This design comes from an exercise in tuning for small area, a short achievable clock period and few clock cycles per item on the open sky130 flow, not from production work.
At most, simulation tests tie the RTL to the original design; equivalence was not proved.
For runs 2 and 3, only the layout was checked, not whether the RTL still works.

==> flow/design.v, too long to show whole: its modules and the start of the top module <==
// module st4_temporal: 2357 lines
module st4_temporal (
    input  wire        clk,
    input  wire        rst,
    input  wire        in_valid,
    output wire        in_ready,
    input  wire [19:0] in_c,         
    input  wire [23:0] in_hist,      
    input  wire [7:0]  in_tau,       
    input  wire        in_pad,       
    input  wire        in_restart,   
    input  wire        in_tnr,       
    input  wire        in_rtc,       
    input  wire        in_gap_k0,    
    input  wire [8:0]  in_amin,      
    input  wire [15:0] in_tlo,       
    input  wire [15:0] in_thi,       
    input  wire [11:0] in_kmax,      
    input  wire [17:0] in_rate,      
    output reg         out_valid,
    output reg  [19:0] out_z,        
    output reg  [23:0] out_hist,     
    output reg         out_sat,      
    output reg         out_clamp     
);
  // ...
==> flow/run.sh <==
#!/bin/bash
# synth_recipe.tcl (not shown) runs the flow's synth.tcl, then flattens the netlist and writes it again
# the make line also repeats each setting of config.mk as NAME=value (left out here)
make -C /OpenROAD-flow-scripts/flow DESIGN_CONFIG=/design/flow/config.mk WORK_HOME=/design/flow/orfs CLKGATE_MAP_FILE= SYNTH_SCRIPT=/design/flow/synth_recipe.tcl finish
==> flow/config.mk <==
export PLATFORM = sky130hd
export DESIGN_NAME = st4_temporal
export DESIGN_NICKNAME = st4_temporal
export VERILOG_FILES = /design/flow/design.v
export SDC_FILE = /design/flow/constraint.sdc
export NUM_CORES = 4
export LEC_CHECK = 0
export ABC_AREA = 1
export CAP_MARGIN = 50
export CORE_MARGIN = 2
export CORE_UTILIZATION = 55
export SLEW_MARGIN = 80
==> flow/constraint.sdc <==
create_clock -name core_clock -period 38.0 [get_ports {clk}]
set_input_delay 7.6000 -clock core_clock [delete_from_list [all_inputs] [get_ports {clk}]]
set_output_delay 7.6000 -clock core_clock [all_outputs]
set_load 0.01 [all_outputs]
==> out/metrics.yaml, run 1 <==
status: "timing/DRC/antenna clean"
antenna_found_initial: 2
cp-end-kind: "output port"
met1_length_um: 67700
final_layout_size_suffix_gt1_share_pct: 8.61
clock_buffers: 110
synth-compound-area-share_pct: 8.57
vias_per_cell: 5.08
synth_top_family_by_area: "adder cells"
regMostFlops: "r1_n"
inverters: 1485
rr_worst_depth: 31
cts.sinks: 761
yosys.area_share.simple_pct: 16.8
place_inst: 8321
use_met2_pct: 42.9
timing.rr.start: "r5_q[0]"
crit_start: "out_hist[22]"
final_common_cell: "nand2_1"
seq_cells: 761
synthToLayoutAreaGrowth_pct: 13.1
grt_pass1_vias: 42700
dp_hpwl_um: 113000
final-nonclk-buf-share_pct: 3.69
crit_end: "out_hist[22]"
grt.overflow.total: 0
Testbench counts, summed over its fixed seeds: cycles 32,064, items 32,000.
==> inputs of run 2 (changes only) <==
--- a/flow/design.v
+++ b/flow/design.v
@@ -969,30 +969,30 @@
     wire [25:0] s2_qa = {r1_n[26], r1_n[25], s2q_95, s2q_93, s2q_91, s2q_89, s2q_87, s2q_85, s2q_83, s2q_81, s2q_79, s2q_77, s2q_75, s2q_73, s2q_71, s2q_69, s2q_67, s2q_65, s2q_63, s2q_61, s2q_59, s2q_58, ~r1_n[16], ~r1_n[15], 1'b0, 1'b0};
     wire [25:0] s2_qb = {1'b1, 1'b1, r1_n[24], s2q_94, s2q_92, s2q_90, s2q_88, s2q_86, s2q_84, s2q_82, s2q_80, s2q_78, s2q_76, s2q_74, s2q_72, s2q_70, s2q_68, s2q_66, s2q_64, s2q_62, s2q_60, 1'b1, 1'b0, 1'b1, 1'b0, 1'b0};
     wire [25:0] s2_qp = s2_qa + s2_qb;
     wire [10:0] s2_q0 = s2_qp[25:15];
     reg        r2_valid;
     reg [19:0] r2_c;
     reg [20:0] r2_dh;
     reg [23:0] r2_x;
-    reg [15:0] r2_tspan;
+    reg [15:0] r2_tn;        
     reg [3:0]  r2_agen;
     reg        r2_pad;
     reg [17:0] r2_nlo;
     reg [10:0] r2_q0;
     reg [11:0] r2_kmax;
     reg        r2_kon;
     always @(posedge clk) begin
         if (rst) r2_valid <= 1'b0;
         else     r2_valid <= r1_valid;
         r2_c     <= r1_c;
         r2_dh    <= r1_dh;
         r2_x     <= s2_x;
-        r2_tspan <= r1_tspan;
+        r2_tn    <= ~r1_tspan;
         r2_agen  <= r1_agen;
         r2_pad   <= r1_pad;
         r2_nlo   <= r1_n[17:0];
         r2_q0    <= s2_q0;
         r2_kmax  <= r1_kmax;
         r2_kon   <= r1_kon;
     end
     wire s3r_0 = r2_nlo[4] ^ ~r2_q0[4];
@@ -1113,97 +1113,100 @@
     wire        s3_inc  = ~s3_r[17];
     wire [10:0] s3_ku   = r2_q0 + {10'd0, s3_inc};
     wire        s3_gt0  = {1'b0, r2_q0} > r2_kmax;
     wire        s3_ge0  = {1'b0, r2_q0} >= r2_kmax;
     wire        s3_clamp = s3_inc ? s3_ge0 : s3_gt0;
     wire [10:0] s3_k    = !r2_kon ? 11'd0 : s3_clamp ? r2_kmax[10:0] : s3_ku;
     reg [23:0] sd0_x;
     reg [7:5] sd0_q;
+    reg [24:0] sd0_df;
+    reg [23:0] sd0_tt;
     integer sd0_i;
     always @(*) begin
         sd0_x = r2_x;
         for (sd0_i = 7; sd0_i >= 5; sd0_i = sd0_i - 1) begin
-            if (sd0_x >= ({8'd0, r2_tspan} << sd0_i)) begin
-                sd0_x = sd0_x - ({8'd0, r2_tspan} << sd0_i);
-                sd0_q[sd0_i] = 1'b1;
-            end else
-                sd0_q[sd0_i] = 1'b0;
+            sd0_tt = ({{8{1'b1}}, r2_tn} << sd0_i) | ((24'd1 << sd0_i) - 24'd1);
+            sd0_df = {1'b0, sd0_x} + {1'b0, sd0_tt} + 25'd1;
+            sd0_q[sd0_i] = sd0_df[24];
+            if (sd0_df[24]) sd0_x = sd0_df[23:0];
         end
     end
     reg        r3_valid;
     reg [19:0] r3_c;
     reg [20:0] r3_dh;
     reg [20:0] r3_x;
-    reg [15:0] r3_tspan;
+    reg [15:0] r3_tn;
     reg [7:5]  r3_q;
     reg [3:0]  r3_agen;
     reg        r3_pad;
     reg [10:0] r3_k;
     reg        r3_clamp;
     always @(posedge clk) begin
         if (rst) r3_valid <= 1'b0;
         else     r3_valid <= r2_valid;
         r3_c     <= r2_c;
         r3_dh    <= r2_dh;
         r3_x     <= sd0_x[20:0];
-        r3_tspan <= r2_tspan;
+        r3_tn    <= r2_tn;
         r3_q     <= sd0_q;
         r3_k     <= s3_k;
         r3_clamp <= s3_clamp;
         r3_agen  <= r2_agen;
         r3_pad   <= r2_pad;
     end
     reg [20:0] sd1_x;
     reg [4:2] sd1_q;
+    reg [21:0] sd1_df;
+    reg [20:0] sd1_tt;
     integer sd1_i;
     always @(*) begin
         sd1_x = r3_x;
         for (sd1_i = 4; sd1_i >= 2; sd1_i = sd1_i - 1) begin
-            if (sd1_x >= ({5'd0, r3_tspan} << sd1_i)) begin
-                sd1_x = sd1_x - ({5'd0, r3_tspan} << sd1_i);
-                sd1_q[sd1_i] = 1'b1;
-            end else
-                sd1_q[sd1_i] = 1'b0;
+            sd1_tt = ({{5{1'b1}}, r3_tn} << sd1_i) | ((21'd1 << sd1_i) - 21'd1);
+            sd1_df = {1'b0, sd1_x} + {1'b0, sd1_tt} + 22'd1;
+            sd1_q[sd1_i] = sd1_df[21];
+            if (sd1_df[21]) sd1_x = sd1_df[20:0];
         end
     end
     reg        r4_valid;
     reg [19:0] r4_c;
     reg [20:0] r4_dh;
     reg [17:0] r4_x;
-    reg [15:0] r4_tspan;
+    reg [15:0] r4_tn;
     reg [7:2]  r4_q;
     reg [3:0]  r4_agen;
     reg        r4_pad;
     reg [10:0] r4_k;
     reg        r4_clamp;
     always @(posedge clk) begin
         if (rst) r4_valid <= 1'b0;
         else     r4_valid <= r3_valid;
         r4_c     <= r3_c;
         r4_dh    <= r3_dh;
         r4_x     <= sd1_x[17:0];
-        r4_tspan <= r3_tspan;
+        r4_tn    <= r3_tn;
         r4_q     <= {r3_q, sd1_q};
         r4_k     <= r3_k;
         r4_clamp <= r3_clamp;
         r4_agen  <= r3_agen;
         r4_pad   <= r3_pad;
     end
     reg [17:0] sd2_x;
     reg [1:0] sd2_q;
+    reg [18:0] sd2_df;
+    reg [17:0] sd2_tt;
     integer sd2_i;
     always @(*) begin
         sd2_x = r4_x;
         for (sd2_i = 1; sd2_i >= 0; sd2_i = sd2_i - 1) begin
-            if (sd2_x >= ({2'd0, r4_tspan} << sd2_i)) begin
-                sd2_x = sd2_x - ({2'd0, r4_tspan} << sd2_i);
-                sd2_q[sd2_i] = 1'b1;
-            end else
-                sd2_q[sd2_i] = 1'b0;
+            sd2_tt = ({{2{1'b1}}, r4_tn} << sd2_i) | ((18'd1 << sd2_i) - 18'd1);
+            sd2_df = {1'b0, sd2_x} + {1'b0, sd2_tt} + 19'd1;
+            sd2_q[sd2_i] = sd2_df[18];
+            if (sd2_df[18]) sd2_x = sd2_df[17:0];
         end
     end
     reg        r5_valid;
     reg [19:0] r5_c;
     reg [20:0] r5_dh;
     reg [7:0]  r5_q;
     reg [3:0]  r5_agen;
     reg        r5_pad;
==> flow/config.mk (replaced) <==
export PLATFORM = sky130hd
export DESIGN_NAME = st4_temporal
export DESIGN_NICKNAME = st4_temporal
export VERILOG_FILES = /design/flow/design.v
export SDC_FILE = /design/flow/constraint.sdc
export NUM_CORES = 4
export LEC_CHECK = 0
export ABC_AREA = 1
export CAP_MARGIN = 40
export CORE_MARGIN = 2
export CORE_UTILIZATION = 55
export SLEW_MARGIN = 70
==> run 2 against run 1 <==
  * First-iteration DRC count up 4.1%
  * Clock skew down 6.0 ps
  * Sequential share of layout area up 0.24 points
  * Critical path depth unchanged
  * Cell count is 0.51% higher
  * Register-to-register slack lost 110 ps
  * Critical path type unchanged
  * Routed wire length down 6.7%
==> out/metrics.yaml, run 2 <==
fp.dieW_um: 324
num_vias: 42300
synth.area.top_cells: "dfxtp_1 27%, fa_1 21%, ha_1 12%"
grt.overflow.total: 0  # unchanged
synth.yosys.warnings: 1
timing.fmax_mhz: 110
final_layout_size_suffix_gt1_share_pct: 4.92  # -3.7 points
ios: 179
vias_per_cell: 4.96  # -2.3%
synth_top_area_share_pct: 27.0
netlist_area_sq_um: 56400
cts_tree: "yes"
core_area_sq_um: 102000
wire_per_inst_um: 15.2
die-area_sq_um: 105000
hold_class: "reg2reg"
clock_latency_ps: 680
cp-end-kind: "output port"
rsz0062_at_grt: "no"
seq_area_frac_synth_pct: 27.0
synthCells: 7009
fin_area_sq_um: 62400
final_common_cell: "nand2_1"
status: "timing/DRC/antenna clean"
port_buffers: 177
seq_area_sq_um: 15400
antenna_found_initial: 0  # -2
grt_pass1_wl_um: 216000
worstHoldPathCells: 0
syn_nets: 8247
yosys.area_share.simple_pct: 16.6  # -0.20 points
synth_edf_count: 0
regMostFlops: "r1_n"
cts_max_level: 3
finalSetupViolCount: 0
cts-root-buf: "clkbuf_16"
synth_top_family_by_area: "adder cells"
synth_flop_cell: "dfxtp_1"
maxCapViolCount: 0
grt.total_usage_pct: 25.5
grt_pass1_vias: 42900  # +0.55%
finalCritPeriodShare_pct: 24.0
place_inst: 8371  # +0.60%
ys_ff_latch: 761
slew_viol_final: 0
clkTransAtPathRegs_ps: 60
n_fill_cell: 9250
final_cell_mix: "1576 x nand2_1, 1540 x inv_1, 687 x dfxtp_1"
synth_top_area_cell: "dfxtp_1"
post_dp_cell_area_sq_um: 59400
place_congestion: 0.903
start_util_pct: 55.4
crit_chain: "clkdlybuf4s50_1"
num_rows: 117
postRouteAntennaNets: 0
muxShareOfSynthArea_pct: 0
clockBufferDepth: 3
wl_um: 130000
period_minus_slack_ps: 9130
cts_setup_buffers: 0
max_stage_delay_ps: 530
synthAdderAreaFrac_pct: 32.3
cts_resized: 0
holdBufCountCts: 0
multiInputGateArea_sq_um: 34700
synthToLayoutAreaGrowth_pct: 10.6
critical_path_class: "reg2out"
synth_xor_area_share_pct: 4.04
cp_max_fo: 1
yosysUniqueCellTypes: 58
drcViolationCount: 0
skew_ps: 25.8
worstPathArrival_ps: 1530
finalHoldViolCount: 0
worst_path_max_delay_cell: "clkdlybuf4s50_1"
rr_worst_depth: 35  # +13%
async_flop_share_pct: 0
dp_hpwl_um: 104000  # -7.6%
worst-path-stages: 1
postLayoutCoreUtil_pct: 61.3
synth-compound-area-share_pct: 8.24  # -0.32 points
die_h_um: 324
first_iter_violations: 2549
synth_common_cells: "1578 x nand2_1, 1547 x inv_1, 761 x dfxtp_1"
synth.avg_cell_area_sq_um: 8.05
tns_ps: 0
top_regs: "r1_n x26, out_hist x24, r2_x x24"
start_kind: "register"
layout.nets: 8327
cts.sinks: 761  # unchanged
layout.cells.non_filler: 8522
cp_top_family: "buffers and inverters"
cp.required_ps: 30400
drtPass1Iterations: 5
grt_max_degree: 53
antenna_cells: 0
cp.buffers_inverters: 1
yosysMostFrequentCell: "nand2_1"
largest_reg_flops: 26
cts_buffers: 83
-- run 2: cell count changes after synthesis, moves of 8 or more --
| cell | delta |
|---|---|
| o21ai_1 | +13 |
| nor2_1 | +8 |
| buf_2 | +10 |
| buf_6 | -8 |
| inv_2 | -10 |
| ha_1 | +8 |
| nand2_2 | -10 |
| inv_1 | +84 |
| nor2_2 | +12 |
| clkbuf_1 | +11 |
| nand2_1 | +26 |
| nand3_1 | +19 |
| a21oi_1 | -19 |
-- run 2: worst paths after layout --
kind	startpoint	to	slack [ps]
hold reg to reg	r4_dh[4]	r5_dh[4]	310
setup reg to reg	r3_tn[0]	r4_x[16]	30860
hold / removal	r4_dh[4]	r5_dh[4]	310
setup / recovery	out_hist[1]	out_hist[1]	28870
-- run 2: layout make-up --
class | instances | area share, %
multi-input combinational | 4493 | 55.6
sequential | 761 | 24.6
inverter | 1556 | 9.38
clock buffer | 107 | 3.72
timing repair buffer | 194 | 3.05
tap | 1368 | 2.74
clock inverter | 43 | 0.913
-- run 2: cells by family (layout without fill, tap and decap cells) --
kind of cell,after synthesis,in the layout
flip-flops,761,761
buffers and inverters,1755,1900
XOR/XNOR,260,260
other,1,1
AND/OR/NAND/NOR,2277,2277
adder cells (fa/ha/maj),1107,1107
AO/OA/AOI/OAI,848,848
-- run 2: through the flow --
stage	worst slack [ps]	hold WS [ps]
2_1_floorplan	29400	310
3_3_place_gp	28160	310
3_5_place_dp	28840	312
4_1_cts	28830	310
5_1_grt	28810	316
6_report	28870	312
-- run 2: metal layers --
metal  wire length [um]  up-vias  global-route usage [%]
li1                   -    21500                       -
met1              63000    19700                    36.1
met2              57900      890                    41.2
met3               6060      191                    3.54
met4               2820        0                    6.36
met5                  0        -                       0
==> inputs of run 3 (changes only) <==
--- a/flow/config.mk
+++ b/flow/config.mk
@@ -9,4 +9,4 @@
 export CAP_MARGIN = 40
 export CORE_MARGIN = 2
 export CORE_UTILIZATION = 55
-export SLEW_MARGIN = 70
+export SLEW_MARGIN = 93
==> run 3 against run 2 <==
  * Synthesized cell count is the same
  * Area after synthesis is the same
  * The run now fails in detailed placement
==> out/metrics.yaml, run 3 <==
status: "stopped before the end"
stop_stage: "detailed placement"
tool.error: "[ERROR DPL-0038] Utilization greater than 100%, impossible to legalize"
synth-compound-area-share_pct: 8.24  # unchanged
synth_xor_area_share_pct: 4.04  # unchanged
synthCells: 7009  # unchanged
synth.avg_cell_area_sq_um: 8.05  # unchanged
synthAdderAreaFrac_pct: 32.3  # unchanged
synth.area.top_cells: "dfxtp_1 27%, fa_1 21%, ha_1 12%"
seq_area_frac_synth_pct: 27.0  # unchanged
synth_edf_count: 0  # unchanged
num_rows: 117  # unchanged
yosys.area_share.simple_pct: 16.6  # unchanged
synth.yosys.warnings: 1  # unchanged
place_congestion: 0.903  # unchanged
ys_ff_latch: 761  # unchanged
yosysUniqueCellTypes: 58  # unchanged
fp.dieW_um: 324  # unchanged
synth_top_area_cell: "dfxtp_1"
async_flop_share_pct: 0  # unchanged
synth_top_family_by_area: "adder cells"
netlist_area_sq_um: 56400  # unchanged
die_h_um: 324  # unchanged
ios: 179  # unchanged
start_util_pct: 55.4  # unchanged
synth_common_cells: "1578 x nand2_1, 1547 x inv_1, 761 x dfxtp_1"
synth_top_area_share_pct: 27.0  # unchanged
port_buffers: 177  # unchanged
muxShareOfSynthArea_pct: 0  # unchanged
yosysMostFrequentCell: "nand2_1"
syn_nets: 8247  # unchanged
synth_flop_cell: "dfxtp_1"
-- run 3: logic make-up after synthesis --
group / Yosys count
and+or+nand+nor: 2277
buffers and inverters: 1755
adders and majority gates: 1107
AOI/OAI and AO/OA: 848
DFF: 761
xor gates and xnor gates: 260
other: 1
-- run 3: worst max-delay path by stage --
stage | cells after the start | slack (ps) | end
after floorplan | 8 | 29400 | s1_agelo[0]
after global placement | 8 | 28160 | s1_agelo[0]
-- run 3: through the flow --
step	setup slack [ps]	cells	cell area, sq um	hold slack, ps
floorplan	29400	7009	56400	310
global placement	28160	8369	59200	310

port drivers added, routing unchanged:
No port has a modelled driver above. Below, the same layouts with a new extraction and two added sets of constraints. Step 1 (the two cells are an assumption about what drives the block):
set clk [get_ports {clk}]
set_driving_cell -lib_cell sky130_fd_sc_hd__clkbuf_16 $clk
set_driving_cell -lib_cell sky130_fd_sc_hd__buf_2 [delete_from_list [all_inputs] $clk]
Step 2, shift: input delay + t, output delay - t, t = (earliest + latest rising clock arrival at the registers) / 2. This alone moves slack from input paths to output paths. Three values: no drivers, after step 1, after step 2; two values: the first two.
run | t, ns | slack for setup (ns) | hold WS [ns] | pins driven straight from the clock port
run 1 | 0.721 | 28.882 / 28.810 / 28.790 | 0.302 / 0.302 / 0.302 | 1
run 2 | 0.737 | 28.873 / 28.804 / 28.840 | 0.312 / 0.312 / 0.312 | 1
After both steps setup and hold are still met in every run listed. The setup slack of run 1, which loses most, moves by -0.072 ns with the drivers and by -0.092 ns with both steps.
